From an optimization exercise on the open Yosys and OpenROAD flow, aimed at small area and few clock cycles; shortcuts taken in it are not production practice.
In this exercise RTL edits were held to simulation tests only and were not proved equivalent to the original.

Setup of JK:
==> flow/design.v <==
module ks_shim_ecc (
    input  wire         clk,
    input  wire         rst_n,
    input  wire         req_valid,
    output wire         req_ready,
    input  wire         req_op,
    input  wire [15:0]  req_word,
    input  wire [127:0] req_data,
    input  wire [79:0]  req_chk,
    output reg          resp_valid,
    output reg  [127:0] resp_data,
    output reg  [15:0]  resp_ce,
    output reg  [15:0]  resp_ue,
    output wire         prom_valid,
    output wire [15:0]  prom_word,
    input  wire [127:0] enc_data,
    output wire [79:0]  enc_chk
);
    genvar g;
    integer i;
    generate
        for (g = 0; g < 16; g = g + 1) begin : g_enc
            wire [7:0] d = enc_data[8*g +: 8];
            wire a = d[0] ^ d[3] ^ d[6];
            wire b = d[1] ^ d[2];
            wire c = d[4] ^ d[5];
            assign enc_chk[5*g+0] = a ^ d[1] ^ d[4];
            assign enc_chk[5*g+1] = a ^ d[2] ^ d[5];
            assign enc_chk[5*g+2] = b ^ d[3] ^ d[7];
            assign enc_chk[5*g+3] = c ^ d[6] ^ d[7];
            assign enc_chk[5*g+4] = b ^ c ^ d[0] ^ d[7];
        end
    endgenerate
    wire [127:0] dec_q;
    wire [15:0]  dec_ce;
    wire [15:0]  dec_ue;
    wire [63:0]  dec_s;
    generate
        for (g = 0; g < 16; g = g + 1) begin : g_dec
            wire [7:0] d = req_data[8*g +: 8];
            wire [4:0] k = req_chk[5*g +: 5];
            wire a  = d[0] ^ d[3] ^ d[6];
            wire b  = d[1] ^ d[2];
            wire c  = d[4] ^ d[5];
            wire s0 = (a ^ d[1]) ^ (d[4] ^ k[0]);
            wire s1 = (a ^ d[2]) ^ (d[5] ^ k[1]);
            wire s2 = (b ^ d[3]) ^ (d[7] ^ k[2]);
            wire s3 = (c ^ d[6]) ^ (d[7] ^ k[3]);
            wire [3:0] s = {s3, s2, s1, s0};
            wire       e = (s2 ^ s3) ^ ((d[0] ^ d[7]) ^ (k[0] ^ k[1]) ^ k[4]);
            wire       big = s3 & s2 & (s1 | s0);    
            wire       ce = e & ~big;
            wire       ue = e ? big : (s != 4'd0);
            wire [3:0] lo = {s1 & s0, s1 & ~s0, ~s1 & s0, ~s1 & ~s0};
            wire [3:0] hi = {s3 & s2, s3 & ~s2, ~s3 & s2, ~s3 & ~s2};
            wire [7:0] flip = {hi[3] & lo[0], hi[2] & lo[3], hi[2] & lo[2], hi[2] & lo[1],
                               hi[1] & lo[3], hi[1] & lo[2], hi[1] & lo[1], hi[0] & lo[3]};
            assign dec_q[8*g +: 8] = ~((d ~^ flip) | {8{ue}});
            assign dec_ce[g] = ce;
            assign dec_ue[g] = ue;
            assign dec_s[4*g +: 4] = s;
        end
    endgenerate
    reg         sv;
    reg  [15:0] s_word;
    reg  [3:0]  s_byte;
    reg  [3:0]  s_syn;
    reg  [4:0]  p_cnt;
    reg         p_acc;
    reg  [15:0] p_word;
    reg  [3:0]  ptr;
    wire        is_read = req_valid && !req_op;
    wire        blocked = p_acc && (p_cnt[4:1] != 4'd0);
    reg  [15:0] rem;
    reg  [3:0]  first_idx, last_idx;
    reg         have_first;
    always @* begin
        for (i = 0; i < 16; i = i + 1)
            rem[i] = dec_ce[i] && (i >= ptr) && is_read;
        first_idx = 4'd0;
        last_idx  = 4'd0;
        for (i = 15; i >= 0; i = i - 1)
            if (rem[i]) first_idx = i[3:0];
        for (i = 0; i < 16; i = i + 1)
            if (rem[i]) last_idx = i[3:0];
        have_first = (rem != 16'd0);
    end
    function [1:0] sat_add;
        input [1:0] a, b;
        begin
            sat_add[1] = a[1] | b[1] | (a[0] & b[0]);
            sat_add[0] = (a[1] & (b[1] | b[0])) | (b[1] & a[0]) | (a[0] ^ b[0]);
        end
    endfunction
    wire [15:0] c1 = rem;
    wire [15:0] c2;
    wire [7:0]  c4;
    wire [3:0]  c8;
    wire [1:0]  rem_cnt;
    generate
        for (g = 0; g < 8; g = g + 1) begin : g_c2
            assign c2[2*g +: 2] = {c1[2*g] & c1[2*g+1], c1[2*g] ^ c1[2*g+1]};
        end
        for (g = 0; g < 4; g = g + 1) begin : g_c4
            assign c4[2*g +: 2] = sat_add(c2[4*g +: 2], c2[4*g+2 +: 2]);
        end
        for (g = 0; g < 2; g = g + 1) begin : g_c8
            assign c8[2*g +: 2] = sat_add(c4[4*g +: 2], c4[4*g+2 +: 2]);
        end
    endgenerate
    assign rem_cnt = sat_add(c8[1:0], c8[3:2]);
    wire rem_none = (rem_cnt == 2'd0);
    wire rem_one  = (rem_cnt == 2'd1);
    wire rem_two  = (rem_cnt == 2'd2);
    wire avail = !sv && !blocked;
    assign req_ready = rem_none || (rem_one && !blocked) || (rem_two && avail);
    wire accept      = req_valid && req_ready;
    wire accept_read = accept && !req_op;
    wire do_wipe     = accept && req_op;
    wire in_ev    = avail && have_first;
    wire ev_valid = sv || in_ev;
    wire [15:0] ev_word = sv ? s_word : req_word;
    wire [3:0]  ev_byte = sv ? s_byte : first_idx;
    wire [3:0]  ev_syn  = sv ? s_syn  : dec_s[4*first_idx +: 4];
    wire store_ld = accept_read && ((avail && rem_two) || (sv && rem_one));
    reg          v   [0:15];
    reg          two [0:15];
    reg  [23:0]  key [0:15];
    wire [23:0] ev_key = {ev_word, ev_byte, ev_syn};
    reg  [15:0] hit_v;
    reg         hit, hit_two;
    reg         full;
    reg  [15:0] x;
    reg  [15:0] sx;      
    always @* begin
        full = 1'b1;
        for (i = 0; i < 16; i = i + 1) begin
            hit_v[i] = v[i] && (key[i] == ev_key);
            if (!v[i]) full = 1'b0;
        end
        hit = (hit_v != 16'd0);
        hit_two = 1'b0;
        for (i = 0; i < 16; i = i + 1) begin
            if (hit_v[i] && two[i]) hit_two = 1'b1;
            x[i] = !v[i] || (full && !two[i]);
        end
        sx[15] = x[15];
        for (i = 14; i >= 0; i = i - 1)
            sx[i] = sx[i+1] || x[i];
    end
    wire promote = ev_valid && hit && hit_two;
    wire bump    = ev_valid && hit && !hit_two;
    wire insert  = ev_valid && !hit;
    wire no_x    = !sx[0];
    always @(posedge clk) begin
        for (i = 0; i < 16; i = i + 1) begin
            if (insert && (sx[i] || no_x)) begin
                if (i == 0) begin
                    v[i]   <= 1'b1;
                    two[i] <= 1'b0;
                    key[i] <= ev_key;
                end else begin
                    v[i]   <= v[i-1];
                    two[i] <= two[i-1];
                    key[i] <= key[i-1];
                end
            end else begin
                if (promote && hit_v[i]) v[i] <= 1'b0;
                if (bump && hit_v[i])    two[i] <= 1'b1;
            end
            if (!rst_n || do_wipe)
                v[i] <= 1'b0;
        end
    end
    always @(posedge clk) begin
        resp_data <= dec_q;
        resp_ce   <= dec_ce;
        resp_ue   <= dec_ue;
        if (!rst_n) begin
            resp_valid <= 1'b0;
            sv         <= 1'b0;
            ptr        <= 4'd0;
            p_cnt      <= 5'd0;
            p_acc      <= 1'b0;
        end else begin
            resp_valid <= accept_read;
            sv         <= store_ld;
            if (accept || !req_valid)
                ptr <= 4'd0;
            else if (in_ev)
                ptr <= first_idx + 4'd1;
            p_cnt <= p_cnt - {4'd0, prom_valid} + {4'd0, promote};
            p_acc <= !(in_ev && !accept);
        end
        if (store_ld) begin
            s_word <= req_word;
            s_byte <= last_idx;
            s_syn  <= dec_s[4*last_idx +: 4];
        end
        if (promote)
            p_word <= ev_word;
    end
    assign prom_valid = p_acc && (p_cnt != 5'd0);
    assign prom_word  = p_word;
endmodule
==> flow/config.mk <==
export PLATFORM = sky130hd
export DESIGN_NAME = ks_shim_ecc
export DESIGN_NICKNAME = ks_shim_ecc
export VERILOG_FILES = /design/flow/design.v
export SDC_FILE = /design/flow/constraint.sdc
export NUM_CORES = 4
export LEC_CHECK = 0
export CAP_MARGIN = 0
export CORE_MARGIN = 2
export CORE_UTILIZATION = 60
export CTS_BUF_LIST = sky130_fd_sc_hd__clkbuf_8
export CTS_CLUSTER_DIAMETER = 60
export CTS_CLUSTER_SIZE = 15
export SLEW_MARGIN = 0
==> flow/constraint.sdc <==
create_clock -name core_clock -period 10.0 [get_ports {clk}]
set_input_delay 2.0000 -clock core_clock [delete_from_list [all_inputs] [get_ports {clk}]]
set_output_delay 2.0000 -clock core_clock [all_outputs]
set_load 0.01 [all_outputs]
standard.sh (not shown) runs the stock make flow with config.mk's settings and CLKGATE_MAP_FILE= SYNTH_SCRIPT=/design/flow/synth_recipe.tcl, a recipe that flattens the netlist after the stock synthesis.
==> flow/flow/run.sh <==
#!/bin/bash
# Standard ORFS layout, except that synthesis maps with an area-oriented ABC
# script (flow/abc_area.script, selected through ABC_AREA=1) instead of the
# delay-oriented default, and without the half/full-adder extraction pass.
# Everything else is the standard.sh.
set -euo pipefail
rm -rf scripts_mod
cp -r "$FLOW_HOME/scripts" scripts_mod
cp flow/abc_area.script scripts_mod/abc_area.script
bash standard.sh SCRIPTS_DIR="$PWD/scripts_mod" ABC_AREA=1 ADDER_MAP_FILE= finish > flow.log 2>&1
==> flow/flow/abc_area.script <==
strash
&get -n
&st
&syn2
&dch -f
&nf -R 1000 -p
&st
&dch -f
&nf -R 1000 -p
&put
mfs3 -a
topo
Every stage of the flow completed for JK, and the final layout passed the timing, DRC and antenna checks.
Testbench counts of JK, summed over its fixed seeds: cycles 24,630.
Edits applied to the flow inputs when going from JK to MS:
Settings: CAP_MARGIN: 0 -> 20; CORE_UTILIZATION: 60 -> 55; SLEW_MARGIN: 0 -> 20.
==> flow/flow/abc_area.script <==
strash
&get -n
&st
&syn2
&dch -f
&nf -R 1000 -p
&st
&dch -f
&nf -R 1000 -p
&put
topo
==> run summary <==
- Going from JK to MS, the non-clock buffer count was found to have gone down by 2.0%.
- Of MS and JK, JK shows the lower post-placement cell count, with MS above it.
- Final standard cell area without fillers on MS is behind JK.
- | clock-cell share of area | lower: JK |
- MS vs JK, detailed-route via count went down by about 6%.
- MS: global routing usage on met1 10 points below JK
- MS has shortest period the worst path allows below what JK had.
- In terms of CTS sink count, MS and JK differ only marginally.
- Between JK and MS, maximum frequency increased.
- JK has higher fraction of met2 tracks used by global routing than MS.
- When MS is measured against JK, its basic-gate share of the synthesized area counting and, or, nand and nor cells turns out 0.43 points higher.

[separate check: timing with driven ports]
Ports are ideal in the flow. The routed layouts listed here were re-timed in OpenROAD. Step 1, drivers: a clkbuf_16 drives clk and a buf_2 each remaining input, both assumed. Step 2 times the ports against the registers' clock, not the clock port: input delays grow and output delays shrink by t, the midpoint of the rising clock arrivals with the driver on. a / b / c = no drivers / after step 1 / after step 2; a / b = the first two.
run | t (ns) | setup slack, ns | worst setup path after step 2
JK | 0.758 | 0.396 / 0.396 / -0.362 | input to register
MS | 0.758 | 0.678 / 0.713 / -0.045 | input to register
With both steps, setup timing fails in JK and MS, where it was met with ideal ports. For JK, which loses most, drivers alone change the setup slack by 0.000 ns; drivers and shift together by -0.758 ns.
